Context: an optimization exercise on an open-source flow, tuned for small area, a short achievable clock period and few clock cycles. The choices shown serve that exercise and are no tape-out recipe. In this exercise RTL edits were held to simulation tests only and were not proved equivalent to the original.

### design/flow/config.mk
export PLATFORM = sky130hd
export DESIGN_NAME = kk7_combiner
export DESIGN_NICKNAME = kk7_combiner
export VERILOG_FILES = /design/flow/design.v
export SDC_FILE = /design/flow/constraint.sdc
export NUM_CORES = 4
export LEC_CHECK = 0
export CAP_MARGIN = 20
export CORE_MARGIN = 2
export CORE_UTILIZATION = 40
export SLEW_MARGIN = 20
### design/flow/run.sh
#!/bin/bash
# synth_recipe.tcl (not shown) runs the flow's synth.tcl, then flattens the netlist and writes it again
# the make line also repeats each setting of config.mk as NAME=value (left out here)
make -C /OpenROAD-flow-scripts/flow DESIGN_CONFIG=/design/flow/config.mk WORK_HOME=/design/flow/orfs CLKGATE_MAP_FILE= SYNTH_SCRIPT=/design/flow/synth_recipe.tcl finish
### design/flow/design.v
module kk7_comb_add (
    input  wire [31:0]        y,
    input  wire               t_sign,
    input  wire [27:0]        t_mag,
    input  wire signed [10:0] t_exp,
    output reg  [31:0]        r
);
    wire        y_sign = y[31];
    wire [7:0]  y_fld  = y[30:23];
    wire [22:0] y_frac = y[22:0];
    wire        y_nan  = (y_fld == 8'hFF) && (y_frac != 23'd0);
    wire        y_inf  = (y_fld == 8'hFF) && (y_frac == 23'd0);
    wire        y_zero = (y_fld == 8'h00) && (y_frac == 23'd0);
    wire [27:0] my0    = {(y_fld != 8'h00), y_frac, 4'b0000};
    wire signed [12:0] ey0 = (y_fld == 8'h00 ? 13'sd1 : $signed({5'b0, y_fld})) - 13'sd154;
    reg [4:0] lz_y, lz_t;
    integer i;
    always @* begin
        lz_y = 5'd0;
        for (i = 0; i < 28; i = i + 1)
            if (my0[i]) lz_y = 5'd27 - i[4:0];
        lz_t = 5'd0;
        for (i = 0; i < 28; i = i + 1)
            if (t_mag[i]) lz_t = 5'd27 - i[4:0];
    end
    wire [27:0] my = my0 << lz_y;
    wire [27:0] mt = t_mag << lz_t;
    wire signed [12:0] ey = ey0 - $signed({8'b0, lz_y});
    wire signed [12:0] et = $signed({{2{t_exp[10]}}, t_exp}) - $signed({8'b0, lz_t});
    wire swap = y_zero || (et > ey) || ((et == ey) && (mt > my));
    wire [27:0] m_big   = swap ? mt : my;
    wire [27:0] m_small = swap ? (y_zero ? 28'd0 : my) : mt;
    wire signed [12:0] e_big   = swap ? et : ey;
    wire signed [12:0] e_small = swap ? ey : et;
    wire        s_big   = swap ? t_sign : y_sign;
    wire        eff_sub = !y_zero && (y_sign != t_sign);
    wire signed [13:0] d_full = e_big - e_small;
    wire [5:0]  d = (y_zero || d_full > 14'sd63) ? 6'd63 : d_full[5:0];
    wire [119:0] sx  = {m_small, 32'b0, 60'b0} >> d;
    wire [59:0]  sh  = sx[119:60];
    wire         stk = |sx[59:0];
    wire [61:0]  big_w   = {1'b0, m_big, 32'b0, 1'b0};
    wire [61:0]  small_w = {1'b0, sh, stk};
    wire [61:0]  sum_r   = eff_sub ? (big_w - small_w) : (big_w + small_w);
    reg [5:0] p;
    always @* begin
        p = 6'd0;
        for (i = 0; i < 62; i = i + 1)
            if (sum_r[i]) p = i[5:0];
    end
    wire signed [13:0] base    = e_big - 14'sd33;
    wire signed [13:0] lsb_unb = $signed({8'b0, p}) + base - 14'sd23;
    wire signed [13:0] lsb_e   = (lsb_unb < -14'sd149) ? -14'sd149 : lsb_unb;
    wire signed [13:0] k       = lsb_e - base;           
    wire signed [13:0] k24     = k + 14'sd24;            
    wire [6:0]  sa = (k24 > 14'sd87) ? 7'd87 : k24[6:0];
    wire [171:0] rx    = {sum_r, 24'b0, 86'b0} >> sa;
    wire [23:0]  mant  = rx[109:86];
    wire         guard = rx[85];
    wire         rst_b = |rx[84:0];
    wire [24:0]  q     = {1'b0, mant} + {24'd0, guard & (rst_b | mant[0])};
    wire [23:0]  qm    = q[24] ? q[24:1] : q[23:0];
    wire signed [13:0] lsb_f = q[24] ? lsb_e + 14'sd1 : lsb_e;
    wire signed [13:0] fld   = qm[23] ? lsb_f + 14'sd150 : 14'sd0;
    always @* begin
        if (t_mag == 28'd0)
            r = y;
        else if (y_nan)
            r = 32'h7FC0_0000;
        else if (y_inf)
            r = y;
        else if (sum_r == 62'd0)
            r = 32'h0000_0000;
        else if (fld >= 14'sd255)
            r = {s_big, 8'hFF, 23'd0};
        else
            r = {s_big, fld[7:0], qm[22:0]};
    end
endmodule
module kk7_combiner (
    input  wire         clk,
    input  wire         rst,
    input  wire         in_valid,
    output wire         in_ready,
    input  wire [31:0]  in_y,        
    input  wire         in_acc,      
    input  wire         in_ofmt,     
    input  wire         in_align,    
    input  wire         in_nan,      
    input  wire [199:0] in_s,        
    input  wire [63:0]  in_code,     
    input  wire [79:0]  in_ea,       
    output wire         out_valid,
    input  wire         out_ready,
    output wire [31:0]  out_y,
    output wire         out_ovf      
);
    localparam IDLE = 2'd0, RUN = 2'd1, DONE = 2'd2;
    reg [1:0]   state;
    reg [2:0]   j;
    reg [31:0]  y;
    reg         ofmt, nan, fused;
    reg [199:0] s_r;
    reg [63:0]  code_r;
    reg [79:0]  ea_r;
    wire codes_equal = (in_code[15:8]  == in_code[7:0]) && (in_code[23:16] == in_code[7:0]) &&
                       (in_code[31:24] == in_code[7:0]) && (in_code[39:32] == in_code[7:0]) &&
                       (in_code[47:40] == in_code[7:0]) && (in_code[55:48] == in_code[7:0]) &&
                       (in_code[63:56] == in_code[7:0]);
    wire in_fused = in_align && codes_equal && (in_code[7:0] != 8'h00) && (in_code[7:0] != 8'hFF);
    wire any_ff = (in_code[7:0]   == 8'hFF) || (in_code[15:8]  == 8'hFF) ||
                  (in_code[23:16] == 8'hFF) || (in_code[31:24] == 8'hFF) ||
                  (in_code[39:32] == 8'hFF) || (in_code[47:40] == 8'hFF) ||
                  (in_code[55:48] == 8'hFF) || (in_code[63:56] == 8'hFF);
    wire signed [24:0] s_j    = s_r[25*j +: 25];
    wire [7:0]         code_j = code_r[8*j +: 8];
    wire signed [9:0]  ea_j   = ea_r[10*j +: 10];
    wire signed [27:0] s_sum = $signed(s_r[24:0])    + $signed(s_r[49:25])   +
                               $signed(s_r[74:50])   + $signed(s_r[99:75])   +
                               $signed(s_r[124:100]) + $signed(s_r[149:125]) +
                               $signed(s_r[174:150]) + $signed(s_r[199:175]);
    wire signed [27:0] t_val  = fused ? s_sum : {{3{s_j[24]}}, s_j};
    wire [7:0]         t_code = fused ? code_r[7:0] : code_j;
    wire signed [9:0]  t_ea   = fused ? ea_r[9:0] : ea_j;
    wire               t_sign = t_val[27];
    wire [27:0]        t_abs  = t_sign ? -t_val : t_val;
    wire [27:0]        t_mag  = (t_code == 8'h00) ? 28'd0 : t_abs;
    wire signed [10:0] t_exp  = $signed({3'b000, t_code}) - 11'sd127 + $signed({t_ea[9], t_ea});
    wire [31:0] y_next;
    kk7_comb_add u_add (
        .y      (y),
        .t_sign (t_sign),
        .t_mag  (t_mag),
        .t_exp  (t_exp),
        .r      (y_next)
    );
    always @(posedge clk) begin
        if (rst) begin
            state <= IDLE;
        end else begin
            case (state)
                IDLE: if (in_valid) begin
                    y      <= in_acc ? in_y : 32'h0000_0000;
                    ofmt   <= in_ofmt;
                    nan    <= in_nan || any_ff;
                    fused  <= in_fused;
                    s_r    <= in_s;
                    code_r <= in_code;
                    ea_r   <= in_ea;
                    j      <= 3'd0;
                    state  <= RUN;
                end
                RUN: begin
                    y <= y_next;
                    j <= j + 3'd1;
                    if (fused || j == 3'd7)
                        state <= DONE;
                end
                DONE: if (out_ready)
                    state <= IDLE;
                default: state <= IDLE;
            endcase
        end
    end
    wire        y_is_nan = (y[30:23] == 8'hFF) && (y[22:0] != 23'd0);
    wire [15:0] bf_rnd   = y[31:16] + {15'd0, y[15] & ((|y[14:0]) | y[16])};
    wire [15:0] bf       = y_is_nan ? 16'h7FC0 : bf_rnd;
    wire [31:0] res      = nan  ? (ofmt ? 32'h0000_7FC0 : 32'h7FC0_0000) :
                           ofmt ? {16'h0000, bf} : y;
    assign in_ready  = (state == IDLE);
    assign out_valid = (state == DONE);
    assign out_y     = res;
    assign out_ovf   = ofmt ? (res[14:0] == 15'h7F80) : (res[30:0] == 31'h7F80_0000);
endmodule
### design/flow/constraint.sdc
create_clock -name core_clock -period 38.0 [get_ports {clk}]
set_input_delay 7.6000 -clock core_clock [delete_from_list [all_inputs] [get_ports {clk}]]
set_output_delay 7.6000 -clock core_clock [all_outputs]
set_load 0.01 [all_outputs]
==> summary.txt <==
==> final cells by class <==
cell class                      count  area share
Multi-Input combinational cell   5409      0.6235
Sequential cell                   384      0.1834
Timing Repair Buffer              723      0.1047
Tap cell                         1768     0.03524
Inverter                          535     0.03207
Clock buffer                       41     0.01601
Clock inverter                     29    0.004804
Antenna cell                        6   0.0002392
==> synth_stat cells (all sizes together), types with 162 or more instances <==
| library cell | n | area [sq um] |
|---|---|---|
| fa | 162 | 3243 |
| o21ai | 363 | 1828 |
| ha | 205 | 2565 |
| edfxtp | 382 | 11470 |
| a21oi | 431 | 2180 |
| nor3 | 223 | 1144 |
| nor2 | 653 | 2467 |
| mux2i | 191 | 1919 |
| clkbuf | 286 | 1074 |
| nand3 | 222 | 1131 |
| inv | 532 | 1999 |
| nand2 | 659 | 2479 |
==> timing repair <==
action | 4_1_cts | 5_1_grt
buffers inserted | 0 | 34
resized for setup | 0 | 65
endpoints found under the setup margin | 0 | 31
==> sequential cells by signal, summed over array words and instances (netlist names) <==
register / cells
ea_r: 80
ofmt: 1
nan: 1
y: 32
j: 3
code_r: 64
state: 2
fused: 1
s_r: 200
==> per-stage QoR <==
| stage | area (sq um) | setup TNS [ns] | utilization | instances |
|---|---|---|---|---|
| CTS | 62070 | 0 | 0.4651 | 8849 |
| finish | 62770 | 0 | 0.4703 | 8895 |
| global placement | 60740 | 0 | 0.4551 | 8778 |
| global route | 62760 | -0.006700 | 0.4702 | 8889 |
| detailed placement | 60760 | 0 | 0.4553 | 8779 |
| floorplan | 53820 | 0 | - | 6736 |
==> layout by cell type (no fill, tap or decap), types with 89 or more instances in the layout <==
| cell type | Yosys | final |
|---|---|---|
| sky130_fd_sc_hd__a211oi_1 | 111 | 107 |
| sky130_fd_sc_hd__a21oi_1 | 427 | 422 |
| sky130_fd_sc_hd__a31oi_1 | 95 | 93 |
| sky130_fd_sc_hd__and2_1 | 89 | 89 |
| sky130_fd_sc_hd__buf_4 | 12 | 295 |
| sky130_fd_sc_hd__clkdlybuf4s50_1 | 0 | 418 |
| sky130_fd_sc_hd__edfxtp_1 | 382 | 382 |
| sky130_fd_sc_hd__fa_1 | 162 | 162 |
| sky130_fd_sc_hd__ha_1 | 205 | 203 |
| sky130_fd_sc_hd__inv_1 | 528 | 528 |
| sky130_fd_sc_hd__mux2i_1 | 189 | 189 |
| sky130_fd_sc_hd__mux4_2 | 90 | 90 |
| sky130_fd_sc_hd__nand2_1 | 657 | 656 |
| sky130_fd_sc_hd__nand3_1 | 218 | 218 |
| sky130_fd_sc_hd__nand4_1 | 123 | 123 |
| sky130_fd_sc_hd__nor2_1 | 652 | 641 |
| sky130_fd_sc_hd__nor3_1 | 220 | 216 |
| sky130_fd_sc_hd__o211ai_1 | 104 | 104 |
| sky130_fd_sc_hd__o21ai_0 | 326 | 312 |
| sky130_fd_sc_hd__xnor2_1 | 115 | 115 |
==> worst paths after layout <==
check / startpoint / to
worst max register to register: s_r[77]$_DFFE_PP_ / y[26]$_DFFE_PP_
worst min-delay path: state[1]$_SDFFE_PP0P_ / state[0]$_SDFFE_PP0P_
worst max-delay path: s_r[77]$_DFFE_PP_ / y[26]$_DFFE_PP_
worst min register to register: state[1]$_SDFFE_PP0P_ / state[0]$_SDFFE_PP0P_
==> metal layers <==
metal	track usage	vias up
met5	0	-
met4	0.2222	4
met3	0.08298	969
met2	0.6189	3839
met1	0.4744	28833
li1	-	26027
==> cell families (layout without fill, tap and decap cells) <==
family,Yosys count,in the layout,share of synthesized area
AOI/OAI and AO/OA,2037,2038,0.2672
muxes,343,343,0.08631
DFF,384,384,0.2139
and+or+nand+nor,2488,2490,0.2272
other,1,8,0.00006969
xor gates and xnor gates,169,169,0.02751
buffers and inverters,946,1328,0.06992
adders and majority gates,367,367,0.1079
==> summary.txt <==
TritonCTS built the clock tree. The clock-pin slew on the worst setup and hold paths is 0.07 ns. The clock latency on the worst-skew pair is 0.59 ns. Across every metal layer, demand over resource in global routing totals 0.3845.

The number of nets still failing antenna checks after routing is 0. The worst hold path belongs to the class flip-flop to flip-flop. Among all flip-flop cells after synthesis, the most frequent one is sky130_fd_sc_hd__edfxtp_1. The pin count of the biggest net entering global routing is 83. The flow ran to the end and the layout has no timing, DRC or antenna violations. The worst setup path is launched from a flip-flop. After detailed routing, the wire length on met1 is 103.5 mm. The routed via count divided by cell count is 6.708.

Of the synthesized area, sequential elements account for 0.2139. Buffers placed on the I/O ports in this run total 418. The clock tree buffer depth is 3. The area of the die is 0.1375 sq mm.

The first-iteration detailed-routing DRC count came out at 7672. The TritonCTS buffer count came out at 39. The uppermost layer routed is met5. The depth of the critical timing path with buffers and inverters included is 151.

The number of cells on the worst reg-to-reg path came out at 151. During synthesis, Yosys emitted a total of 2 warnings. After synthesis, the share of flip-flops with an asynchronous set or reset is 0.

The area growth from synthesis to layout came out at 16.65%. The initial utilization of the core area, before any placement, comes to 0.4032. The number of global-route vias before repair is 57139. The horizontal extent of the die is 370.8 um. Setup violations remaining at the end of the flow were counted as 0.

The worst slack after detailed placement came out at 0.5174 ns. The slowest stage of the critical path belongs to the cell sky130_fd_sc_hd__o21ai_0.

The slack of the worst reg-to-reg path is 2.05 ns. Summing all flip-flop and latch instances after layout gives 0.01151 sq mm. The required time of the critical path came out at 38.33 ns.

The final layout contains 7843 nets. The instance count along the most critical hold path came out at 1. The average size of a mapped cell came out at 7.990 sq um. The vertical die dimension came out at 370.8 um. The peak clock frequency supported by timing is 27.82 MHz.

The overall via count from detail_route is 59672. The final hold slack is 0.5890 ns. The endpoint arrival time on the critical path came out at 36.28 ns.

The cell family contributing the most delay on the critical path is compound AO/OA/AOI/OAI gates. Measured against its own limit, the worst slew margin works out to 0.2006. After layout, the worst setup slack is 2.053 ns.

The share of post-route cells with drive strength above 1 is 0.1088. In the finished design, the share of the clock period the worst path needs comes to 0.9460.

The final weighted congestion in routability-driven placement is 1.102. The netlist area before placement came out at 0.05381 sq mm. Yosys mapped the design onto 137 distinct sky130hd cell types. Hold repair after CTS inserted 0 buffers. In the detailed route, the total length drawn on met3 is 27.38 mm. The synthesized design contains 382 enable-type register cells. The wire length per cell is 30.73 um. The critical path's largest stage delay came out at 0.63 ns. The multi-input gate area in the final layout came out at 0.03914 sq mm. Counting every instance in the synthesized netlist gives 6735.

The sum of overflow across all layers after global routing came out at 0. The clock tree synthesis step divided the H-tree into 2 levels.

Clock skew on the completed layout was measured at 0.02617 ns. The number of pins exceeding their max-slew limit in the final report is 0. The wire length of the first global-routing pass came out at 394.9 mm. The remaining routing DRC violations came out at 0.

The number of fill cells came out at 13303. The number of maximum-capacitance violations came out at 0. CTS placed an instance of sky130_fd_sc_hd__clkbuf_16 at the clock tree root.

The critical path is of the flip-flop to flip-flop type. The total wire length after detailed routing is 273.4 mm. At the pin with the least slew margin, the transition time is 1.194 ns.

Along the worst path, the maximum fanout reaches 21. The area of the core region is 0.1335 sq mm. Counting flops and latches in the post-synthesis netlist gives 384.

The clock net in this run drives a total of 384 sinks. STA classifies the critical path endpoint as a flip-flop. The initial antenna violation count is 4.

The count of buffer and inverter cells on the critical path is 18. The detailed-router iteration count before antenna repair came out at 8. The placed wire-length estimate after detailed placement came out at 218.5 mm. The number of endpoints with negative hold slack in the final report is 0.

The cell that appears most often on the critical path is sky130_fd_sc_hd__a21oi_1. The total met2 wirelength after detailed routing is 122.2 mm. Row generation in the floorplan step produced 134 rows. The time the worst path needs with I/O delays and setup came out at 35.95 ns. The number of top-level pins came out at 419.
Testbench counts, summed over its fixed seeds: cycles 43,940.

-- re-timing with driven ports --
How much do the figures lean on ideal ports? The routed layout below was timed once more, with nothing changed but the port constraints. Step 1 sets driving cells, clkbuf_16 on the clock port and buf_2 on the other inputs (assumed; they add their load-dependent delay and slew). Step 2 moves the port delays by t, midway between the first and last clock arrival at a register: inputs arrive t later, outputs are due t later. That takes back most of the time a late clock gives input paths. a / b / c = no drivers / after step 1 / after step 2; a / b = the first two.
t, ns: 0.639
setup WS [ns]: 2.053 / 2.053 / 2.053
worst data-port slew with drivers (ns): 0.09
After both steps this run still meets setup and hold. For this run, drivers alone change the setup slack by 0.000 ns; drivers and shift together by 0.000 ns.
